This design comes from an exercise in tuning for small area, a short achievable clock period and few clock cycles on the open sky130 flow, not from production work.
Only simulation tests tie the RTL to the original design; equivalence was not proved.
Power is estimated from default activity; no workload was simulated.

== alpha ==
## bs16_hop
module bs16_hop (
    input  wire        clk,
    input  wire        rst,
    input  wire        in_valid,
    output wire        in_ready,
    input  wire        in_esc,
    input  wire [7:0]  in_e,
    input  wire [15:0] in_m,
    input  wire [31:0] in_f,
    input  wire [31:0] in_c,
    output wire        out_valid,
    input  wire        out_ready,
    output wire        out_esc,
    output wire [7:0]  out_e,
    output wire [31:0] out_data,
    output wire        out_last
);
For scale: roughly 5000 cells after synthesis, ~1400 flip-flops.
==> flow/config.mk <==
export PLATFORM = sky130hd
export DESIGN_NAME = bs16_hop
export DESIGN_NICKNAME = bs16_hop
export VERILOG_FILES = /design/flow/design.v
export SDC_FILE = /design/flow/constraint.sdc
export NUM_CORES = 4
export LEC_CHECK = 0
export CAP_MARGIN = 20
export CORE_MARGIN = 2
export CORE_UTILIZATION = 60
export CTS_CLUSTER_DIAMETER = 100
export CTS_CLUSTER_SIZE = 30
export SETUP_SLACK_MARGIN = 2.0
export SLEW_MARGIN = 20
==> flow/constraint.sdc <==
create_clock -name core_clock -period 40.0 [get_ports {clk}]
set_input_delay 8.0000 -clock core_clock [delete_from_list [all_inputs] [get_ports {clk}]]
set_output_delay 8.0000 -clock core_clock [all_outputs]
set_load 0.01 [all_outputs]
standard.sh (not shown) runs the stock make flow with config.mk's settings and CLKGATE_MAP_FILE= SYNTH_SCRIPT=/design/flow/synth_recipe.tcl, a recipe that flattens the netlist after the stock synthesis.
==> flow/flow/run.sh <==
#!/bin/bash
# The standard layout, with every port buffered by a buf_4 instead of the
# default port buffer, so the ports' own buffers do not slow the I/O paths.
set -euo pipefail
bash standard.sh 'BUFFER_PORTS_ARGS=-buffer_cell sky130_fd_sc_hd__buf_4' finish > standard_flow.log 2>&1
Testbench counts of alpha, summed over its fixed seeds: cycles 16,688.
The following lists how beta was set up differently from alpha:
==> flow/flow/run.sh <==
#!/bin/bash
# The standard layout, with every port buffered by a buf_4 instead of the
# default port buffer, and a clock tree built with one level of sink clustering.
set -euo pipefail
bash standard.sh 'BUFFER_PORTS_ARGS=-buffer_cell sky130_fd_sc_hd__buf_4' 'CTS_ARGS=-sink_clustering_enable -repair_clock_nets -sink_clustering_size 24 -sink_clustering_max_diameter 100 -sink_clustering_levels 1' finish > standard_flow.log 2>&1
diff --git a/flow/config.mk b/flow/config.mk
--- a/flow/config.mk
+++ b/flow/config.mk
@@ -10 +10 @@
-export CORE_UTILIZATION = 60
+export CORE_UTILIZATION = 66
@@ -12 +12 @@
-export CTS_CLUSTER_SIZE = 30
+export CTS_CLUSTER_SIZE = 24
Results
Looking only at clock network area share, and setting everything else aside, the higher value of beta and alpha goes to beta.
Relative to alpha, the sum of met3 wire segment lengths after detailed routing measured on beta has increased by more than 10%.
Setup WNS alpha -> beta: better
alpha and beta ended up with roughly the same netlist area before placement.
Number of CTS-inserted buffers, beta vs alpha: up by more than a quarter
Inputs modified between beta and gamma:
==> flow/flow/run.sh <==
#!/bin/bash
# The standard layout, with every port buffered by a buf_4 instead of the
# default port buffer, so the ports' own buffers do not slow the I/O paths.
set -euo pipefail
bash standard.sh 'BUFFER_PORTS_ARGS=-buffer_cell sky130_fd_sc_hd__buf_4' finish > standard_flow.log 2>&1
diff --git a/flow/config.mk b/flow/config.mk
--- a/flow/config.mk
+++ b/flow/config.mk
@@ -10 +10 @@
-export CORE_UTILIZATION = 66
+export CORE_UTILIZATION = 60
@@ -12 +12 @@
-export CTS_CLUSTER_SIZE = 24
+export CTS_CLUSTER_SIZE = 27
Findings:
- Relative to beta, post-route minimum period has gone up in gamma.
- gamma falls short of beta in maximum frequency.
- Looking at layout-stage area growth over the synthesis result across beta and gamma, the one that comes out higher is beta.
- As far as design area is concerned, gamma and beta perform about the same.
Changes in delta relative to gamma:
==> flow/flow/run.sh <==
#!/bin/bash
# The standard layout, with every port buffered by a buf_4 instead of the
# default port buffer, and a clock tree built with fewer wire buffers.
set -euo pipefail
bash standard.sh 'BUFFER_PORTS_ARGS=-buffer_cell sky130_fd_sc_hd__buf_4' 'CTS_ARGS=-sink_clustering_enable -repair_clock_nets -sink_clustering_size 24 -sink_clustering_max_diameter 100 -distance_between_buffers 2000 -branching_point_buffers_distance 2000' finish > standard_flow.log 2>&1
diff --git a/flow/config.mk b/flow/config.mk
--- a/flow/config.mk
+++ b/flow/config.mk
@@ -10 +10 @@
-export CORE_UTILIZATION = 60
+export CORE_UTILIZATION = 66
@@ -12 +12 @@
-export CTS_CLUSTER_SIZE = 27
+export CTS_CLUSTER_SIZE = 24
~same final instance area in gamma and delta. Non-clock buffer share of cell area delta (delta -> gamma): insignificant. Compared delta against gamma; sequential fraction of total cell area within noise.
> inputs changed (delta -> epsilon)
==> flow/flow/run.sh <==
#!/bin/bash
# The standard layout, with every port buffered by a buf_4 instead of the
# default port buffer, so the ports' own buffers do not slow the I/O paths.
set -euo pipefail
bash standard.sh 'BUFFER_PORTS_ARGS=-buffer_cell sky130_fd_sc_hd__buf_4' finish > standard_flow.log 2>&1
diff --git a/flow/config.mk b/flow/config.mk
--- a/flow/config.mk
+++ b/flow/config.mk
@@ -10 +10 @@
-export CORE_UTILIZATION = 66
+export CORE_UTILIZATION = 60
Results
- Compared epsilon against delta; final standard cell area without fillers within noise.
- Per the comparison of epsilon with delta, global-route usage decreased 2.8 points, highest cell delay on the worst timing path grew by 0.03 ns, post-placement setup slack now smaller, shortest period the worst path allows picked up an extra 0.046 ns.
- From delta to epsilon the numbers moved as follows: slew of the pin with the lowest slew margin went down; post-route clock period utilization did not really move.
- Fmax: epsilon lower than delta
- Met1 routing resource usage after global routing: epsilon lower than delta
- epsilon packs its core looser than delta.
- Signed area change from the synthesized netlist to the final layout, delta and epsilon: smaller value in delta

========
Another version of the RTL of bs16_hop (not shown whole).
Size in the first run: roughly 140 I/O pins, roughly 68000 um2 of cells after synthesis.
make LEC_CHECK=0 CAP_MARGIN=20 CORE_MARGIN=2 CORE_UTILIZATION=60 SETUP_SLACK_MARGIN=2.0 SLEW_MARGIN=20 finish   # period 40.0 ns
run.sh (not shown) runs the stock make flow with config.mk's settings and CLKGATE_MAP_FILE= SYNTH_SCRIPT=/design/flow/synth_recipe.tcl, a recipe that flattens the netlist after the stock synthesis.
Stock flow here: none of the scripts above is used.
Testbench counts at the start, summed over its fixed seeds: cycles 16,688.
Next try:
CORE_UTILIZATION = 72   (was 60)
The new run died in 5_1_grt on GRT-0232.
Synthesized area is unchanged.
Synthesized cell count stays the same.
Next try:
==> flow/flow/run.sh (new file) <==
#!/bin/bash
# The standard layout, with every port buffered by a buf_4 instead of the
# default port buffer, so the ports' own buffers do not slow the I/O paths.
set -euo pipefail
bash standard.sh 'BUFFER_PORTS_ARGS=-buffer_cell sky130_fd_sc_hd__buf_4' finish > standard_flow.log 2>&1
==> flow/standard.sh (new file) <==
#!/bin/bash
# synth_recipe.tcl (not shown) runs the flow's synth.tcl, then flattens the netlist and writes it again
# the make line also repeats each setting of config.mk as NAME=value (left out here)
make -C /OpenROAD-flow-scripts/flow DESIGN_CONFIG=/design/flow/config.mk WORK_HOME=/design/flow/orfs CLKGATE_MAP_FILE= SYNTH_SCRIPT=/design/flow/synth_recipe.tcl "${@:-finish}"
CORE_UTILIZATION = 60   (was 72)
removed: flow/run.sh
After rerunning: The new run passed the timing, design-rule and antenna checks; synthesized cell count stays the same; synthesized area is unchanged.

========
bs16_hop, a different RTL version from the one above (not shown whole).
Size: ~4200 cells after synthesis, roughly 1400 flip-flops, ~140 I/O pins, roughly 64000 sq um of cells after synthesis.
export LEC_CHECK = 0
export CAP_MARGIN = 20
export CORE_MARGIN = 2
export CORE_UTILIZATION = 40
export SETUP_SLACK_MARGIN = 2.0
export SLEW_MARGIN = 20
create_clock -name core_clock -period 40.0 [get_ports {clk}]
Stock flow here: none of the scripts above is used.
The starting point ran to the end with no violations.
Testbench counts at the start, summed over its fixed seeds: cycles 16,688.
Rerun with:
Settings changed: CORE_UTILIZATION 40 to 60.
Effect: Worst setup slack gains 0.83 ns; final area drops by about 1.6%; core utilization climbs by 22 points; die area drops by about 33%; maximum frequency climbs by 8.1%; sequential power is about the same; total power drops by about 1.3%; critical path depth does not change; sequential cell count is unchanged; sequential share of layout area climbs by 0.88 points.

re-timing with driven ports:
Ports are ideal in the flow. The routed layouts listed here were re-timed in OpenROAD.
Step 1 (the two cells are an assumption about what drives the block):
set clk [get_ports {clk}]
set_driving_cell -lib_cell sky130_fd_sc_hd__clkbuf_16 $clk
set_driving_cell -lib_cell sky130_fd_sc_hd__buf_2 [delete_from_list [all_inputs] $clk]
Step 2 moves the port delays by t, midway between the first and last clock arrival at a register: inputs arrive t later, outputs are due t later. That takes back most of the time a late clock gives input paths.
a / b / c = ideal / step 1 / step 2; a / b = the first two.
run	shift t [ns]	setup slack, ns	clock arrival spread, ns	worst slew at a driven data input, ns	cell pins on the clock port's net
alpha	0.781	30.681 / 30.602 / 30.092	0.060 / 0.060	0.04	1
beta	0.747	30.781 / 30.699 / 30.207	0.027 / 0.026	0.06	1
gamma	0.798	30.665 / 30.588 / 30.113	0.068 / 0.067	0.04	1
delta	0.747	30.781 / 30.699 / 30.207	0.027 / 0.026	0.06	1
epsilon	0.760	30.735 / 30.655 / 30.086	0.049 / 0.049	0.04	1
the first run of note 2	0.810	30.021 / 29.947 / 29.675	0.026 / 0.026	0.05	1
the third run of note 2	0.814	30.528 / 30.452 / 30.056	0.041 / 0.040	0.05	1
the first run of note 3	0.841	28.973 / 29.032 / 28.191	0.057 / 0.058	0.08	1
the second run of note 3	0.812	29.799 / 29.842 / 29.030	0.047 / 0.048	0.07	1
After both steps every run listed still meets setup and hold. The setup slack of the first run of note 3, which loses most, moves by +0.059 ns with the drivers and by -0.782 ns with both steps.
